This is an optimization exercise on Yosys and OpenROAD, whose aim is small area, a short achievable clock period and few clock cycles per item, not a production implementation.
The RTL was checked by simulation tests, not by an equivalence proof against the original design.

rev 12:
==> flow/design.v (excerpt) <==
module mx_quant (
    input  wire        clk,
    input  wire        rst,
    input  wire        in_valid,
    output wire        in_ready,
    input  wire [31:0] in_data,
    input  wire [15:0] in_rand,
    input  wire [3:0]  in_fmt,
    input  wire [1:0]  in_rmode,
    output wire        out_valid,
    input  wire        out_ready,
    output wire [7:0]  out_elem,
    output wire [7:0]  out_scale,
    output wire        out_last
);
==> flow/config.mk <==
export PLATFORM = sky130hd
export DESIGN_NAME = mx_quant
export DESIGN_NICKNAME = mx_quant
export VERILOG_FILES = /design/flow/design.v
export SDC_FILE = /design/flow/constraint.sdc
export NUM_CORES = 4
export LEC_CHECK = 0
export ABC_AREA = 1
export CAP_MARGIN = 20
export CORE_MARGIN = 2
export CORE_UTILIZATION = 40
export CTS_CLUSTER_DIAMETER = 80
export CTS_CLUSTER_SIZE = 30
export SLEW_MARGIN = 20
==> flow/constraint.sdc <==
create_clock -name core_clock -period 28.0 [get_ports {clk}]
set_input_delay 5.6000 -clock core_clock [delete_from_list [all_inputs] [get_ports {clk}]]
set_output_delay 5.6000 -clock core_clock [all_outputs]
set_load 0.01 [all_outputs]
standard.sh (not shown) runs the stock make flow with config.mk's settings and CLKGATE_MAP_FILE= SYNTH_SCRIPT=/design/flow/synth_recipe.tcl, a recipe that flattens the netlist after the stock synthesis.
==> flow/flow/run.sh <==
#!/bin/bash
# The standard layout (the standard.sh, unchanged synthesis), with ORFS's
# timing repair asked to leave at least SETUP_SLACK_MARGIN ns of setup slack
# at the design's clock period, so that it works on the design's slowest
# paths although the design's period leaves them plenty of slack.
set -euo pipefail
export SETUP_SLACK_MARGIN=21.4
bash standard.sh > standard.log 2>&1
Testbench counts of rev 12, summed over its fixed seeds: cycles 12,568, items 384.
Input-level comparison between rev 13 and rev 12:
-- flow/design.v --
<<< rev 12, line 114
    end
    reg [7:0]  acc_max;
    reg [22:0] acc_or;
    reg        acc_spec;
    function [2:0] fmt_code;
>>> rev 13, line 114
    end
    reg [7:0]  acc_max;
    reg [4:0]  acc_lp;      
    reg        acc_nz;      
    reg        acc_spec;
    function [2:0] fmt_code;
<<< rev 12, line 136
    wire [7:0]  s0_e = dec_e(st0);
    wire [22:0] s0_f = dec_f(st0);
    reg  [7:0]  acc_max_n;
    reg  [22:0] acc_or_n;
    reg         acc_spec_n;
    always @(*) begin
        acc_max_n  = acc_max;
        acc_or_n   = acc_or;
        acc_spec_n = acc_spec;
        if (s0_new) begin
            if (s0_first) begin
                acc_max_n  = s0_e;
                acc_or_n   = s0_f;
                acc_spec_n = s0_spec;
            end else begin
                acc_max_n  = (s0_e > acc_max) ? s0_e : acc_max;
                acc_or_n   = acc_or | s0_f;
                acc_spec_n = acc_spec | s0_spec;
            end
>>> rev 13, line 137
    wire [7:0]  s0_e = dec_e(st0);
    wire [22:0] s0_f = dec_f(st0);
    wire [4:0]  s0_lp = lead_pos(s0_f);
    wire        s0_nz = (s0_f != 23'd0);
    reg  [7:0]  acc_max_n;
    reg  [4:0]  acc_lp_n;
    reg         acc_nz_n;
    reg         acc_spec_n;
    always @(*) begin
        acc_max_n  = acc_max;
        acc_lp_n   = acc_lp;
        acc_nz_n   = acc_nz;
        acc_spec_n = acc_spec;
        if (s0_new) begin
            if (s0_first) begin
                acc_max_n  = s0_e;
                acc_lp_n   = s0_lp;
                acc_nz_n   = s0_nz;
                acc_spec_n = s0_spec;
            end else begin
                acc_max_n  = (s0_e > acc_max) ? s0_e : acc_max;
                acc_lp_n   = (s0_lp > acc_lp) ? s0_lp : acc_lp;
                acc_nz_n   = acc_nz | s0_nz;
                acc_spec_n = acc_spec | s0_spec;
            end
<<< rev 12, line 157
    always @(posedge clk) begin
        acc_max  <= acc_max_n;
        acc_or   <= acc_or_n;
        acc_spec <= acc_spec_n;
    end
>>> rev 13, line 164
    always @(posedge clk) begin
        acc_max  <= acc_max_n;
        acc_lp   <= acc_lp_n;
        acc_nz   <= acc_nz_n;
        acc_spec <= acc_spec_n;
    end
<<< rev 12, line 217
    wire signed [9:0] c_emin = f_emin(fill_fmt);
    wire        [4:0] c_r0   = 5'd23 - {2'd0, f_mbits(fill_fmt)};
    wire        nz_zero = (acc_max_n == 8'd0) && (acc_or_n == 23'd0);
    wire signed [9:0] nz_eb  = (acc_max_n != 8'd0) ? $signed({2'b00, acc_max_n})
                                                   : $signed({5'd0, lead_pos(acc_or_n)}) - 10'sd22;
    wire signed [9:0] nz_se  = nz_eb - $signed({5'd0, c_emax});       
    wire              nz_low = nz_se < 10'sd0;
    wire        [7:0] nz_scale = nz_low ? 8'h00 : nz_se[7:0];
    wire signed [9:0] nz_kb  = nz_low ? c_emin : nz_se + c_emin;        
    wire signed [9:0] nz_kbp = nz_low ? c_emin + $signed({5'd0, c_r0})
                                      : nz_se + c_emin + $signed({5'd0, c_r0});
    reg        [7:0] h_scale;    
    reg signed [9:0] h_kb;       
    reg signed [9:0] h_kbp;      
    reg        [2:0] h_fmt;
    reg        [1:0] h_rm;
>>> rev 13, line 225
    wire signed [9:0] c_emin = f_emin(fill_fmt);
    wire        [4:0] c_r0   = 5'd23 - {2'd0, f_mbits(fill_fmt)};
    wire        nz_zero = (acc_max_n == 8'd0) && !acc_nz_n;
    wire signed [9:0] nz_eb  = (acc_max_n != 8'd0) ? $signed({2'b00, acc_max_n})
                                                   : $signed({5'd0, acc_lp_n}) - 10'sd22;
    wire signed [9:0] nz_se  = nz_eb - $signed({5'd0, c_emax});       
    wire              nz_low = nz_se < 10'sd0;
    wire        [7:0] nz_scale = nz_low ? 8'h00 : nz_se[7:0];
    wire signed [9:0] nz_kb  = nz_low ? c_emin : nz_se + c_emin;        
    reg        [7:0] h_scale;    
    reg signed [9:0] h_kb;       
    reg        [2:0] h_fmt;
    reg        [1:0] h_rm;
<<< rev 12, line 236
            h_scale <= acc_spec_n ? 8'hFF : nz_zero ? 8'h00 : nz_scale;
            h_kb    <= nz_kb;
            h_kbp   <= nz_kbp;
            h_fmt   <= fill_fmt;
            h_rm    <= fill_rm;
>>> rev 13, line 241
            h_scale <= acc_spec_n ? 8'hFF : nz_zero ? 8'h00 : nz_scale;
            h_kb    <= nz_kb;
            h_fmt   <= fill_fmt;
            h_rm    <= fill_rm;
<<< rev 12, line 281
    wire signed [10:0] b_t  = $signed({b_eb[9], b_eb}) - $signed({h_kb[9], h_kb});
    wire               b_tp = !b_t[10] && (b_t != 11'sd0);
    wire signed [10:0] b_D  = $signed({h_kbp[9], h_kbp}) -
                              $signed({3'd0, b_e[7:1], b_e[0] | !b_norm});
    wire        [5:0]  b_L  = b_norm ? 6'd0 : {1'b0, x_lz} + 6'd1;
>>> rev 13, line 285
    wire signed [10:0] b_t  = $signed({b_eb[9], b_eb}) - $signed({h_kb[9], h_kb});
    wire               b_tp = !b_t[10] && (b_t != 11'sd0);
    wire signed [10:0] b_D  = $signed({h_kb[9], h_kb}) + $signed({6'd0, b_r0}) -
                              $signed({3'd0, b_e[7:1], b_e[0] | !b_norm});
    wire        [5:0]  b_L  = b_norm ? 6'd0 : {1'b0, x_lz} + 6'd1;
Results
- When rev 13 is set beside rev 12, its fraction of area in non-clock buffers turns out to be 0.24 points larger.
- Placed instance count is higher on rev 12
- Rev 13 | status: complete | timing, DRC, antenna: pass
- Rev 12 closes out successfully: all stages finished, all timing, DRC and antenna checks passed.
- Per the comparison of rev 13 with rev 12, transition time at the pin with the least slew margin saw an increase, minimum setup slack in the final design went up by 0.0072 ns, share of layout cells above drive strength 1 held, final weighted congestion in routability-driven placement now smaller.
Testbench counts of rev 13, summed over its fixed seeds: cycles 12,568, items 384.

==> afterwards: timing with drivers on the ports <==
The flow's constraints put no driver on any port. The routed layouts listed below were extracted and timed again, unchanged, in two steps.
Step 1: set_driving_cell puts a clkbuf_16 on clk and a buf_2 on each other input, an assumption about the parent block.
Step 2 times the ports against the registers' clock, not the clock port: input delays grow and output delays shrink by t, the midpoint of the rising clock arrivals with the driver on.
a / b / c = ideal ports / drivers / drivers and shift; a / b = the first two.
| run | t (ns) | slack for setup (ns) | slew at the worst register clock pin (ns) |
|---|---|---|---|
| rev 12 | 0.716 | 21.185 / 21.120 / 20.791 | 0.11 / 0.11 |
| rev 13 | 0.716 | 21.192 / 21.128 / 20.784 | 0.11 / 0.11 |
After both steps setup and hold are still met in every run listed. For rev 13, which loses most, drivers alone change the setup slack by -0.064 ns; drivers and shift together by -0.408 ns.
